Source: an optimization exercise on an open RTL-to-GDS flow (aim: small area, a short achievable clock period and few clock cycles per item). Production flows keep margins and buffers that such runs may drop. Where RTL was checked, it was by simulation tests only, not by an equivalence proof against the original.

==> trial 47 <==
## cmac_tag
module cmac_tag (
    input  wire         clk,
    input  wire         rst,           
    input  wire         in_valid,
    output wire         in_ready,
    input  wire         in_first,      
    input  wire         in_last,       
    input  wire [4:0]   in_nbytes,     
    input  wire [127:0] in_data,
    input  wire [127:0] key,
    output reg          tag_valid,
    output reg  [63:0]  tag
);
==> flow/config.mk <==
export PLATFORM = sky130hd
export DESIGN_NAME = cmac_tag
export DESIGN_NICKNAME = cmac_tag
export VERILOG_FILES = /design/flow/design.v
export SDC_FILE = /design/flow/constraint.sdc
export NUM_CORES = 8
export LEC_CHECK = 0
export CAP_MARGIN = 20
export CORE_MARGIN = 2
export CORE_UTILIZATION = 50
export GPL_TIMING_DRIVEN = 1
export PLACE_DENSITY = 0.6
export SETUP_SLACK_MARGIN = 3
export SLEW_MARGIN = 20
==> flow/constraint.sdc <==
create_clock -name core_clock -period 10.0 [get_ports {clk}]
set_input_delay 2.0000 -clock core_clock [delete_from_list [all_inputs] [get_ports {clk}]]
set_output_delay 2.0000 -clock core_clock [all_outputs]
set_load 0.01 [all_outputs]
standard.sh (not shown) runs the stock make flow with config.mk's settings and CLKGATE_MAP_FILE= SYNTH_SCRIPT=/design/flow/synth_recipe.tcl, a recipe that flattens the netlist after the stock synthesis.
==> flow/flow/run.sh <==
#!/bin/bash
# Layout flow: the standard flow (standard.sh), with synthesis run by
# flow/synth_custom.tcl, which maps logic with an area-recovering ABC script,
# and the port buffers made of buf_1 cells.
set -euo pipefail
cd "$(dirname "$0")/.."
W=$PWD
bash standard.sh SYNTH_SCRIPT=$W/flow/synth_custom.tcl \
  "BUFFER_PORTS_ARGS=-buffer_cell sky130_fd_sc_hd__buf_1" \
  finish > $W/flow_orfs.log 2>&1
==> flow/flow/abc_custom.script <==
strash
&get -n
&st
&dch
&nf -R 1000 -p
&put
topo
stime -c
buffer -c
upsize -c
dnsize -c
==> flow/flow/synth_custom.tcl <==
# The standard flow's synthesis (synth_recipe.tcl) with one change: ABC maps with an
# area-recovering script instead of ORFS's abc_speed.script.
set ::custom_abc_script [file join [file dirname [file normalize [info script]]] abc_custom.script]
proc synth {args} { yosys synth -nofsm -noshare {*}$args }
proc abc {args} {
  set i [lsearch -exact $args -script]
  if { $i >= 0 } {
    set args [lreplace $args [expr {$i + 1}] [expr {$i + 1}] $::custom_abc_script]
  }
  yosys abc {*}$args
}
source $::env(SCRIPTS_DIR)/synth.tcl
# left out here: clear keep_hierarchy, flatten, clean up, hide names made inside functions, write 1_2_yosys.v
==> build 21: changes against trial 47 <==
--- a/flow/design.v
+++ b/flow/design.v
@@ -158,107 +158,105 @@
     localparam [2:0] S_IDLE = 3'd0,    
                      S_LCMP = 3'd1,    
                      S_LRDY = 3'd2,    
                      S_RUN  = 3'd3,    
                      S_WAIT = 3'd4;    
     reg [2:0]   state;
     reg [3:0]   rnd;                   
     reg         rlast;                 
+    reg         mid;                   
     reg [127:0] s;                     
     reg [127:0] rk;                    
     reg [127:0] kq;                    
     reg [127:0] l;                     
     reg         lv;                    
+    reg         kn;                    
     reg         blk_last;              
     reg         offer_q;               
     reg         hit_q;                 
     wire st_idle = (state == S_IDLE);
     wire st_lcmp = (state == S_LCMP);
     wire st_lrdy = (state == S_LRDY);
     wire st_run  = (state == S_RUN);
     wire st_wait = (state == S_WAIT);
     assign in_ready = (st_idle && offer_q && hit_q) ||
                       (st_lcmp && rlast && !blk_last) ||
                       st_lrdy || st_wait ||
                       (st_run && rlast && (!blk_last || (offer_q && hit_q)));
     wire take   = in_valid && in_ready;
-    wire lstart = (st_idle || (st_run && rlast && blk_last)) &&
-                  in_valid && offer_q && !hit_q;
+    wire kq_load = (st_idle || (st_run && blk_last)) && offer_q && !hit_q && !kn;
+    wire lstart  = (st_idle || (st_run && rlast && blk_last)) && offer_q && kn && in_valid;
     wire [127:0] sb;                   
     genvar g;
     generate
         for (g = 0; g < 16; g = g + 1) begin : g_sub
             cmac_sbox u_sbox (.a(s[8*g +: 8]), .y(sb[8*g +: 8]));
         end
     endgenerate
     wire [127:0] sr;                   
     generate
         for (g = 0; g < 16; g = g + 1) begin : g_shift
             localparam integer R   = g % 4;
             localparam integer COL = g / 4;
             localparam integer SRC = R + 4 * ((COL + R) % 4);
             assign sr[127 - 8*g -: 8] = sb[127 - 8*SRC -: 8];
         end
     endgenerate
-    wire [127:0] mc;
+    wire [127:0] mk, lk;
     generate
         for (g = 0; g < 4; g = g + 1) begin : g_mix
             wire [7:0] a0 = sr[127 - 32*g      -: 8];
             wire [7:0] a1 = sr[127 - 32*g - 8  -: 8];
             wire [7:0] a2 = sr[127 - 32*g - 16 -: 8];
             wire [7:0] a3 = sr[127 - 32*g - 24 -: 8];
-            wire [7:0] t  = a0 ^ a1 ^ a2 ^ a3;
+            wire [7:0] k0 = rk[127 - 32*g      -: 8];
+            wire [7:0] k1 = rk[127 - 32*g - 8  -: 8];
+            wire [7:0] k2 = rk[127 - 32*g - 16 -: 8];
+            wire [7:0] k3 = rk[127 - 32*g - 24 -: 8];
             wire [7:0] e0 = a0 ^ a1;
             wire [7:0] e1 = a1 ^ a2;
             wire [7:0] e2 = a2 ^ a3;
             wire [7:0] e3 = a3 ^ a0;
             wire [7:0] x0 = {e0[6:0], 1'b0} ^ (e0[7] ? 8'h1b : 8'h00);
             wire [7:0] x1 = {e1[6:0], 1'b0} ^ (e1[7] ? 8'h1b : 8'h00);
             wire [7:0] x2 = {e2[6:0], 1'b0} ^ (e2[7] ? 8'h1b : 8'h00);
             wire [7:0] x3 = {e3[6:0], 1'b0} ^ (e3[7] ? 8'h1b : 8'h00);
-            wire [7:0] m  = {8{~rlast}};
-            assign mc[127 - 32*g      -: 8] = a0 ^ ((t ^ x0) & m);
-            assign mc[127 - 32*g - 8  -: 8] = a1 ^ ((t ^ x1) & m);
-            assign mc[127 - 32*g - 16 -: 8] = a2 ^ ((t ^ x2) & m);
-            assign mc[127 - 32*g - 24 -: 8] = a3 ^ ((t ^ x3) & m);
+            assign mk[127 - 32*g      -: 8] = (e1 ^ (a3 ^ k0)) ^ x0;
+            assign mk[127 - 32*g - 8  -: 8] = (e2 ^ (a0 ^ k1)) ^ x1;
+            assign mk[127 - 32*g - 16 -: 8] = (e3 ^ (a1 ^ k2)) ^ x2;
+            assign mk[127 - 32*g - 24 -: 8] = (e0 ^ (a2 ^ k3)) ^ x3;
+            assign lk[127 - 32*g -: 32] = {a0 ^ k0, a1 ^ k1, a2 ^ k2, a3 ^ k3};
         end
     endgenerate
-    reg [7:0] rcon;
-    always @(*) begin
-        case (rnd)
-            4'd1:    rcon = 8'h01;
-            4'd2:    rcon = 8'h02;
-            4'd3:    rcon = 8'h04;
-            4'd4:    rcon = 8'h08;
-            4'd5:    rcon = 8'h10;
-            4'd6:    rcon = 8'h20;
-            4'd7:    rcon = 8'h40;
-            4'd8:    rcon = 8'h80;
-            4'd9:    rcon = 8'h1b;
-            4'd10:   rcon = 8'h36;
-            default: rcon = 8'h00;
-        endcase
-    end
-    wire [31:0] w3  = rk[31:0];
+    wire [127:0] src = mid ? rk : kq;
+    wire r1 = (rnd == 4'd1), r2 = (rnd == 4'd2), r3 = (rnd == 4'd3),
+         r4 = (rnd == 4'd4), r5 = (rnd == 4'd5), r6 = (rnd == 4'd6),
+         r7 = (rnd == 4'd7), r8 = (rnd == 4'd8), r9 = (rnd == 4'd9);
+    wire [7:0] rcon = {mid & r7,
+                       mid & r6,
+                       mid & (r5 | r9),
+                       mid & (r4 | r8 | r9),
+                       mid & (r3 | r8),
+                       mid & (r2 | r9),
+                       mid & (r1 | r8 | r9),
+                       !mid | r8};
+    wire [31:0] w3  = src[31:0];
     wire [31:0] rot = {w3[23:0], w3[31:24]};
     wire [31:0] subw;
     generate
         for (g = 0; g < 4; g = g + 1) begin : g_ksub
             cmac_sbox u_ksbox (.a(rot[8*g +: 8]), .y(subw[8*g +: 8]));
         end
     endgenerate
-    wire [31:0]  p0   = rk[127:96] ^ {rcon, 24'd0};
-    wire [31:0]  p1   = rk[95:64]  ^ p0;
-    wire [31:0]  p2   = rk[63:32]  ^ p1;
-    wire [31:0]  p3   = rk[31:0]   ^ p2;
-    wire [127:0] pre  = {p0, p1, p2, p3};
-    wire [127:0] late = mc ^ {4{subw}};
-    wire [127:0] rk_next   = pre ^ {4{subw}};
-    wire [127:0] round_out = late ^ pre;
+    wire [31:0]  p0   = src[127:96] ^ {rcon, 24'd0};
+    wire [31:0]  p1   = src[95:64]  ^ p0;
+    wire [31:0]  p2   = src[63:32]  ^ p1;
+    wire [31:0]  p3   = src[31:0]   ^ p2;
+    wire [127:0] rk_next   = {p0, p1, p2, p3} ^ {4{subw}};
     wire [127:0] k1 = {l[126:0], 1'b0} ^ (l[127] ? 128'h87 : 128'h0);
     wire [127:0] k2 = {k1[126:0], 1'b0} ^ (k1[127] ? 128'h87 : 128'h0);
     wire        full = in_nbytes[4];
     reg  [15:0] dec;                   
     reg  [15:0] lt;                    
     integer j;
     always @(*) begin
         for (j = 0; j < 16; j = j + 1) begin
@@ -270,85 +268,88 @@
     reg [127:0] padded;
     integer i;
     always @(*) begin
         for (i = 0; i < 16; i = i + 1)
             padded[127 - 8*i -: 8] = (!in_last || keep[i]) ? in_data[127 - 8*i -: 8] :
                                      {dec[i] && !full, 7'd0};
     end
     wire [127:0] m_blk   = padded ^ (!in_last ? 128'd0 : full ? k1 : k2);
-    wire [127:0] kk      = lstart ? key : kq;
-    wire [127:0] blockin = (take ? m_blk : 128'd0) ^ kk;
     wire sel_r  = (st_lcmp || st_run) && !(rlast && (st_lcmp || blk_last));
+    wire sel_m  = sel_r && !rlast;     
+    wire sel_l  = sel_r && rlast;      
     wire y_key  = take || lstart || !(sel_r || st_wait);
-    wire [127:0] y = (take ? m_blk : 128'd0) ^ (y_key ? kk : 128'd0);
+    wire [127:0] y = (take ? m_blk : 128'd0) ^ (y_key ? kq : 128'd0);
     wire busy = st_lcmp || st_run;
     always @(posedge clk) begin
-        s <= ({128{sel_r}} & late) ^
-             (({128{sel_r}} & pre) ^ ({128{st_wait}} & s) ^ y);
-        tag <= round_out[127:64];
-        if (take || lstart)
-            rk <= kk;
-        else
-            rk <= rk_next;
-        if (lstart)
+        s <= (({128{sel_m}} & mk) | ({128{sel_l}} & lk)) ^
+             (({128{st_wait}} & s) ^ y);
+        tag <= lk[127:64];
+        rk <= rk_next;
+        if (kq_load)
             kq <= key;
         if (st_lcmp && rlast)
-            l <= round_out;
+            l <= lk;
     end
     always @(posedge clk) begin
         if (rst) begin
             state     <= S_IDLE;
             tag_valid <= 1'b0;
             lv        <= 1'b0;
+            kn        <= 1'b0;
             offer_q   <= 1'b0;
             hit_q     <= 1'b0;
             rnd       <= 4'd1;
             rlast     <= 1'b0;
+            mid       <= 1'b0;
             blk_last  <= 1'b0;
         end else begin
             tag_valid <= 1'b0;
             offer_q   <= in_valid && !take;
-            hit_q     <= lv && (key == kq) && !lstart;
+            hit_q     <= lv && (key == kq) && !kq_load;
+            if (kq_load) begin
+                kn <= 1'b1;
+                lv <= 1'b0;
+            end
             if (take || lstart) begin
                 rnd   <= 4'd1;
                 rlast <= 1'b0;
+                mid   <= 1'b1;
             end else begin
                 rnd   <= rnd + 4'd1;
                 rlast <= (rnd == 4'd9);
+                mid   <= mid && (rnd != 4'd9);
             end
             if (take || lstart)
                 blk_last <= in_last;
             case (state)
                 S_IDLE: begin
                     if (take)
                         state <= S_RUN;
-                    else if (lstart) begin
-                        lv    <= 1'b0;
+                    else if (lstart)
                         state <= S_LCMP;
-                    end
                 end
                 S_LCMP: begin
                     if (rlast) begin
                         lv    <= 1'b1;
+                        kn    <= 1'b0;
                         state <= take ? S_RUN : S_LRDY;
                     end
                 end
                 S_LRDY: begin
                     if (take)
                         state <= S_RUN;
                 end
                 S_RUN: begin
                     if (rlast) begin
                         if (blk_last) begin
                             tag_valid <= 1'b1;
-                            if (lstart) begin
-                                lv    <= 1'b0;
+                            if (lstart)
                                 state <= S_LCMP;
-                            end else if (!take) begin
+                            else if (!take) begin
                                 state <= S_IDLE;
                             end
                         end else if (!take) begin
                             state <= S_WAIT;
                         end
                     end
                 end
                 S_WAIT: begin
==> flow/flow/abc_custom.script (replaced) <==
strash
&get -n
&st
&dch
&nf -R 20 -p
&put
topo
stime -c
buffer -c
upsize -c
dnsize -c
CTS_CLUSTER_DIAMETER = 70   (was unset)
CTS_CLUSTER_SIZE = 24   (was unset)
GPL_ROUTABILITY_DRIVEN = 0   (was unset)
GPL_TIMING_DRIVEN = unset   (was 1)
SETUP_SLACK_MARGIN = 4.3   (was 3)
==> trial 97: changes against trial 47 <==
--- a/flow/design.v
+++ b/flow/design.v
@@ -241,54 +241,51 @@
     wire [31:0] w3  = rk[31:0];
     wire [31:0] rot = {w3[23:0], w3[31:24]};
     wire [31:0] subw;
     generate
         for (g = 0; g < 4; g = g + 1) begin : g_ksub
             cmac_sbox u_ksbox (.a(rot[8*g +: 8]), .y(subw[8*g +: 8]));
         end
     endgenerate
-    wire [31:0]  p0   = rk[127:96] ^ {rcon, 24'd0};
-    wire [31:0]  p1   = rk[95:64]  ^ p0;
-    wire [31:0]  p2   = rk[63:32]  ^ p1;
-    wire [31:0]  p3   = rk[31:0]   ^ p2;
-    wire [127:0] pre  = {p0, p1, p2, p3};
-    wire [127:0] late = mc ^ {4{subw}};
-    wire [127:0] rk_next   = pre ^ {4{subw}};
-    wire [127:0] round_out = late ^ pre;
+    wire [31:0]  kt   = subw ^ {rcon, 24'd0};
+    wire [31:0]  nk0  = rk[127:96] ^ kt;
+    wire [31:0]  nk1  = rk[95:64]  ^ rk[127:96] ^ kt;
+    wire [31:0]  nk2  = rk[63:32]  ^ rk[95:64] ^ rk[127:96] ^ kt;
+    wire [31:0]  nk3  = rk[31:0]   ^ rk[63:32] ^ rk[95:64] ^ rk[127:96] ^ kt;
+    wire [127:0] rk_next = {nk0, nk1, nk2, nk3};
+    wire [127:0] round_out = mc ^ rk_next;
     wire [127:0] k1 = {l[126:0], 1'b0} ^ (l[127] ? 128'h87 : 128'h0);
     wire [127:0] k2 = {k1[126:0], 1'b0} ^ (k1[127] ? 128'h87 : 128'h0);
-    wire        full = in_nbytes[4];
-    reg  [15:0] dec;                   
-    reg  [15:0] lt;                    
-    integer j;
-    always @(*) begin
-        for (j = 0; j < 16; j = j + 1) begin
-            dec[j] = (in_nbytes[3:0] == j);
-            lt[j]  = (in_nbytes[3:0] >  j);
-        end
-    end
-    wire [15:0] keep = lt | {16{full}};    
     reg [127:0] padded;
-    integer i;
+    integer b;
     always @(*) begin
-        for (i = 0; i < 16; i = i + 1)
-            padded[127 - 8*i -: 8] = (!in_last || keep[i]) ? in_data[127 - 8*i -: 8] :
-                                     {dec[i] && !full, 7'd0};
+        for (b = 0; b < 16; b = b + 1) begin
+            if (b < in_nbytes)
+                padded[127 - 8*b -: 8] = in_data[127 - 8*b -: 8];
+            else if (b == in_nbytes)
+                padded[127 - 8*b -: 8] = 8'h80;
+            else
+                padded[127 - 8*b -: 8] = 8'h00;
+        end
     end
-    wire [127:0] m_blk   = padded ^ (!in_last ? 128'd0 : full ? k1 : k2);
+    wire         full    = in_nbytes[4];
+    wire [127:0] m_blk   = !in_last ? in_data :
+                           full     ? in_data ^ k1 :
+                                      padded ^ k2;
     wire [127:0] kk      = lstart ? key : kq;
     wire [127:0] blockin = (take ? m_blk : 128'd0) ^ kk;
-    wire sel_r  = (st_lcmp || st_run) && !(rlast && (st_lcmp || blk_last));
-    wire y_key  = take || lstart || !(sel_r || st_wait);
-    wire [127:0] y = (take ? m_blk : 128'd0) ^ (y_key ? kk : 128'd0);
     wire busy = st_lcmp || st_run;
     always @(posedge clk) begin
-        s <= ({128{sel_r}} & late) ^
-             (({128{sel_r}} & pre) ^ ({128{st_wait}} & s) ^ y);
+        if (busy && !(rlast && (st_lcmp || blk_last)))
+            s <= round_out ^ ((take || lstart) ? blockin : 128'd0);
+        else if (st_wait)
+            s <= s ^ (take ? blockin : 128'd0);
+        else
+            s <= blockin;
         tag <= round_out[127:64];
         if (take || lstart)
             rk <= kk;
         else
             rk <= rk_next;
         if (lstart)
             kq <= key;
         if (st_lcmp && rlast)
==> flow/flow/abc_custom.script (replaced) <==
strash
&get -n
&st
&dch
&nf -p
&put
topo
stime -c
buffer -c
upsize -c
dnsize -c
GPL_TIMING_DRIVEN = unset   (was 1)
==> comparison table <==
| item | build 21 | trial 47 | trial 97 |
|---|---|---|---|
| XOR/XNOR Fraction of Synth Area | 49.9% | 48.0% | 45.9% |
| Buffering overhead | 4.44% | 3.88% | 2.75% |
| Worst path buffer plus inverter count | 2 | 1 | 0 |
| Result of the run | no timing/DRC/antenna violations | no timing/DRC/antenna violations | no timing/DRC/antenna violations |
| Via count of the first global-routing pass | 41300 | 44100 | 45700 |
| Antenna cells | 6 | 3 | 8 |
| Half-perimeter wire length after placement | 163 mm | 172 mm | 185 mm |
| Ratio of final minimum period to clock period | 56.9% | 68.4% | 68.0% |
| Nets in the synthesized netlist | 6198 | 6855 | 7166 |
| Most numerous cell on the critical path | xnor2_2 | xnor2_1 | xnor2_1 |
| Width of the die | 333 µm | 337 µm | 350 µm |
| Initial standard-cell utilization of the core | 50.5% | 50.2% | 50.6% |
Testbench counts of build 21, summed over its fixed seeds: cycles 16,804, messages 480.
Testbench counts of trial 97, summed over its fixed seeds: cycles 16,796, messages 480.
The RTL of trial 47 was laid out without a check of its function.

==> afterwards: timing with drivers on the ports <==
How much do the figures lean on ideal ports? The routed layouts below were timed once more, with nothing changed but the port constraints. Step 1, drivers: a clkbuf_16 drives clk and a buf_2 each remaining input, both assumed. Step 2 times the ports against the registers' clock, not the clock port: input delays grow and output delays shrink by t, the midpoint of the rising clock arrivals with the driver on. Three values: ideal ports, drivers, drivers and shift; two values: the first two.
run	t (ns)	slack for setup (ns)	slew at the worst register clock pin (ns)	pins driven straight from the clock port
trial 47	0.727	3.161 / 3.161 / 3.161	0.07 / 0.07	1
build 21	0.754	4.308 / 4.308 / 4.058	0.10 / 0.10	1
trial 97	0.738	3.196 / 3.196 / 3.196	0.07 / 0.07	1
After both steps setup and hold are still met in every run listed. The setup slack of build 21, which loses most, moves by 0.000 ns with the drivers and by -0.250 ns with both steps.
